Context: an optimization exercise on an open-source flow, tuned for small area, a short achievable clock period and few clock cycles per item. The choices shown serve that exercise and are no tape-out recipe.
RTL that was checked went through simulation tests only; none was proved equivalent to the original.

==> inputs of ember <==
==> flow/design.v (excerpt) <==
module serac_cascade (
    input  wire        clk,
    input  wire        rst,         
    input  wire        cfg_we,
    input  wire [5:0]  cfg_addr,    
    input  wire [31:0] cfg_data,
    input  wire        clr_state,   
    input  wire        in_valid,
    output wire        in_ready,
    input  wire [31:0] in_x,
    output reg         out_valid,
    output reg  [31:0] out_y
);
make LEC_CHECK=0 CAP_MARGIN=20 CORE_MARGIN=2 CORE_UTILIZATION=40 PLACE_DENSITY=0.6 SETUP_SLACK_MARGIN=0.5 SLEW_MARGIN=20 finish   # period 20.0 ns
run.sh (not shown) runs the stock make flow with config.mk's settings and CLKGATE_MAP_FILE= SYNTH_SCRIPT=/design/flow/synth_recipe.tcl, a recipe that flattens the netlist after the stock synthesis.
==> inputs of zinc, as changes to ember <==
==> flow/flow/run.sh (new file) <==
#!/bin/bash
set -euo pipefail
bash standard.sh SETUP_SLACK_MARGIN=14 finish > standard_flow.log 2>&1
==> flow/standard.sh (new file) <==
#!/bin/bash
# synth_recipe.tcl (not shown) runs the flow's synth.tcl, then flattens the netlist and writes it again
# the make line also repeats each setting of config.mk as NAME=value (left out here)
make -C /OpenROAD-flow-scripts/flow DESIGN_CONFIG=/design/flow/config.mk WORK_HOME=/design/flow/orfs CLKGATE_MAP_FILE= SYNTH_SCRIPT=/design/flow/synth_recipe.tcl "${@:-finish}"
removed: flow/run.sh
==> inputs of delta, as changes to ember <==
--- a/flow/design.v
+++ b/flow/design.v
@@ -685,19 +685,21 @@
     wire [63:0] r0b = v0_cs[127:64];
     wire [28:0] l0  = {1'b0, r0a[27:0]} + {1'b0, r0b[27:0]};
     wire        l0c = l0[28];                                    
     wire        l0d = l0c | ((r0a[27:0] ^ r0b[27:0]) ==
                              {r0a[26:0] | r0b[26:0], 1'b1});     
     wire [35:0] h0  = r0a[63:28] + r0b[63:28];
     wire [35:0] h1  = r0a[63:28] + r0b[63:28] + 36'd1;
-    wire [35:0] ua  = l0c ? h1 : h0;                             
-    wire [35:0] ub  = l0d ? h1 : h0;                             
-    wire [35:0] yn  = ua[35] ? ua : ub;                          
-    wire [31:0] y   = (yn[35:31] == 5'h00 || yn[35:31] == 5'h1F) ? yn[31:0] :
-                      yn[35] ? 32'h8000_0000 : 32'h7FFF_FFFF;
+    wire        sgn  = l0c ? h1[35] : h0[35];
+    wire        sel0 = l0c | (l0d & ~sgn);
+    wire [31:0] y0   = shsat(h0, 3'd0);
+    wire [31:0] y1   = shsat(h1, 3'd0);
+    wire [31:0] y    = sel0 ? y1 : y0;
+    wire [47:0] yd0  = booth(y0);
+    wire [47:0] yd1  = booth(y1);
     wire [527:0] ppb1, ppb2;
     wire [15:0]  ppb1_n, ppb2_n;
     generate
         for (g = 0; g < 16; g = g + 1) begin : g_ppb
             assign ppb1[33*g +: 33] = pprow(xd_B[3*g +: 3], b1_B);
             assign ppb2[33*g +: 33] = pprow(xd_B[3*g +: 3], b2_B);
             assign ppb1_n[g] = xd_B[3*g+2];
@@ -2976,27 +2978,25 @@
     wire [62:0] r1a = v1_D[62:0];
     wire [62:0] r1b = v1_D[125:63];
     wire [16:0] l1  = {1'b0, r1a[15:0]} + {1'b0, r1b[15:0]};
     wire        l1c = l1[16];
     wire        l1d = l1c | ((r1a[15:0] ^ r1b[15:0]) == {r1a[14:0] | r1b[14:0], 1'b1});
     wire [46:0] h10 = r1a[62:16] + r1b[62:16];
     wire [46:0] h11 = r1a[62:16] + r1b[62:16] + 47'd1;
-    wire [46:0] u1a = l1c ? h11 : h10;
-    wire [46:0] u1b = l1d ? h11 : h10;
-    wire [46:0] s1_new = u1a[46] ? u1a : u1b;
+    wire        sg1 = l1c ? h11[46] : h10[46];
+    wire [46:0] s1_new = (l1c | (l1d & ~sg1)) ? h11 : h10;
     wire [61:0] r2a = v2_D[61:0];
     wire [61:0] r2b = v2_D[123:62];
     wire [16:0] l2  = {1'b0, r2a[15:0]} + {1'b0, r2b[15:0]};
     wire        l2c = l2[16];
     wire        l2d = l2c | ((r2a[15:0] ^ r2b[15:0]) == {r2a[14:0] | r2b[14:0], 1'b1});
     wire [45:0] h20 = r2a[61:16] + r2b[61:16];
     wire [45:0] h21 = r2a[61:16] + r2b[61:16] + 46'd1;
-    wire [45:0] u2a = l2c ? h21 : h20;
-    wire [45:0] u2b = l2d ? h21 : h20;
-    wire [45:0] s2_new = u2a[45] ? u2a : u2b;
+    wire        sg2 = l2c ? h21[45] : h20[45];
+    wire [45:0] s2_new = (l2c | (l2d & ~sg2)) ? h21 : h20;
     integer i;
     always @(posedge clk) begin
         if (clr_r) begin
             for (i = 0; i < 8; i = i + 1) begin
                 s1r[i] <= 47'd0;
                 s2r[i] <= 46'd0;
             end
@@ -3008,16 +3008,19 @@
     wire        nt     = ~ph;
     wire        cont   = nt ? busy[1] : busy[0];
     wire [2:0]  nsec_t = nt ? nsec1 : nsec0;
     wire        start  = ~cont & inbuf_v & cnt[1];
     wire        issue  = cont | start;
     wire [2:0]  sec_n  = start ? 3'd0 : nsec_t;
     wire        last_n = (sec_n == last_sec);
-    wire [35:0] x_src  = start ? {{4{inbuf_x[31]}}, inbuf_x} : yn;
-    wire [31:0] xs_n   = shsat(x_src, shr[sec_n]);
+    wire [2:0]  sh_n   = shr[sec_n];
+    wire [47:0] xd0    = booth(shsat(h0, sh_n));
+    wire [47:0] xd1    = booth(shsat(h1, sh_n));
+    wire [47:0] xdi    = booth(shsat({{4{inbuf_x[31]}}, inbuf_x}, sh_n));
+    wire [47:0] xd_n   = start ? xdi : sel0 ? xd1 : xd0;
     wire        fwd    = vD && secD == secA;
     wire accept = in_valid & in_ready_r;
     wire inbuf_next = (inbuf_v & ~start) | accept;
     always @(posedge clk) begin
         if (rst) begin
             ph         <= 1'b0;
             busy       <= 2'b00;
@@ -3050,26 +3053,26 @@
             if (nt) nsec1 <= sec_n + 3'd1;
             else    nsec0 <= sec_n + 3'd1;
         end
         if (accept)
             inbuf_x <= in_x;
         secA  <= sec_n;
         lastA <= last_n;
-        xd_A  <= booth(xs_n);
+        xd_A  <= xd_n;
         b0_A  <= b0r[sec_n];
         secB  <= secA;
         lastB <= lastA;
         p0_B  <= fa_p0;
         xd_B  <= xd_A;
         b1_B  <= b1r[secA];
         b2_B  <= b2r[secA];
         s1_B  <= fwd ? s1_new : s1r[secA];
         s2_B  <= fwd ? s2_new : s2r[secA];
         secC  <= secB;
-        yd_C  <= booth(y);
+        yd_C  <= sel0 ? yd1 : yd0;
         w1_C  <= w1_cs;
         w2_C  <= w2_cs;
         a1_C  <= a1r[secB];
         a2_C  <= a2r[secB];
         secD  <= secC;
         v1_D  <= v1_cs;
         v2_D  <= v2_cs;
==> flow/flow/run.sh (new file) <==
#!/bin/bash
set -euo pipefail
bash standard.sh SETUP_SLACK_MARGIN=14 finish > standard_flow.log 2>&1
==> flow/standard.sh (new file) <==
#!/bin/bash
# synth_recipe.tcl (not shown) runs the flow's synth.tcl, then flattens the netlist and writes it again
# the make line also repeats each setting of config.mk as NAME=value (left out here)
make -C /OpenROAD-flow-scripts/flow DESIGN_CONFIG=/design/flow/config.mk WORK_HOME=/design/flow/orfs CLKGATE_MAP_FILE= SYNTH_SCRIPT=/design/flow/synth_recipe.tcl "${@:-finish}"
removed: flow/run.sh
==> Flow_metrics.wiki <==
{| class="wikitable"
! Metric !! Value
|-
| Result of the run || finished clean
|-
| Antenna violations before repair || 71
|-
| Total number of vias || 164600
|-
| Cell types occupying the most area after synthesis || sky130_fd_sc_hd__edfxtp_1 (28%), sky130_fd_sc_hd__fa_1 (21%), sky130_fd_sc_hd__dfxtp_1 (9.4%)
|-
| Number of detailed-routing iterations run before antenna repair || 9
|-
| Number of clock buffer instances in the layout || 473
|-
| Hold Path Sink || secD[2]
|}
-- figures above: zinc

==> Flow_metrics.wiki <==
{| class="wikitable"
! Metric !! Value
|-
| Number of clock buffer instances in the layout || just under 500
|-
| Number of detailed-routing iterations run before antenna repair || 9
|-
| Worst hold slack after final layout || 0.3226 ns
|-
| Number of nets with antenna violations after detailed routing || 1
|-
| Result of the run || complete, but fails checks
|-
| Clk root buf || sky130_fd_sc_hd__clkbuf_16
|-
| Total number of vias || approximately 170k
|-
| Floorplan core area || about 600000 µm²
|-
| Core occupancy in the finished layout || 0.4442
|-
| Violated Checks || antenna violations
|-
| Hold Path Sink || secD[0]
|-
| Cell types occupying the most area after synthesis || sky130_fd_sc_hd__edfxtp_1 (27%), sky130_fd_sc_hd__fa_1 (21%), sky130_fd_sc_hd__dfxtp_1 (9.2%)
|}
-- figures above: delta

==> Flow_metrics.wiki <==
{| class="wikitable"
! Metric !! Value
|-
| Result of the run || finished clean
|-
| Cell types occupying the most area after synthesis || sky130_fd_sc_hd__edfxtp_1 (28%), sky130_fd_sc_hd__fa_1 (21%), sky130_fd_sc_hd__dfxtp_1 (9.4%)
|-
| Number of clock buffer instances in the layout || between 400 and 500
|-
| Global-route usage over all layers || 0.2922
|-
| Number of detailed-routing iterations run before antenna repair || 10
|-
| Hold Path Sink || secD[2]
|-
| Total number of vias || about 160k
|-
| Antenna violations before repair || 73
|-
| Crit path DAT || between 8 and 9 ns
|}
-- figures above: ember

Testbench counts of ember, summed over its fixed seeds: cycles 18,690, items 3,840.
Testbench counts of zinc, summed over its fixed seeds: cycles 18,690, items 3,840.
The RTL of delta was laid out without a check of its function.

==> re-timing with driven ports <==
The flow's constraints put no driver on any port. The routed layouts listed below were extracted and timed again, unchanged, in two steps. Step 1 sets driving cells, clkbuf_16 on the clock port and buf_2 on the other inputs (assumed; they add their load-dependent delay and slew). Step 2, shift: input delay + t, output delay - t, t = (earliest + latest rising clock arrival at the registers) / 2. This alone moves slack from input paths to output paths. a / b / c = ideal / step 1 / step 2; a / b = the first two.
run | shift t [ns] | slack for setup (ns) | cell pins on the clock port's net
ember | 1.158 | 12.317 / 12.317 / 12.317 | 1
zinc | 1.156 | 13.993 / 13.909 / 13.993 | 1
delta | 1.152 | 13.904 / 13.871 / 13.904 | 1
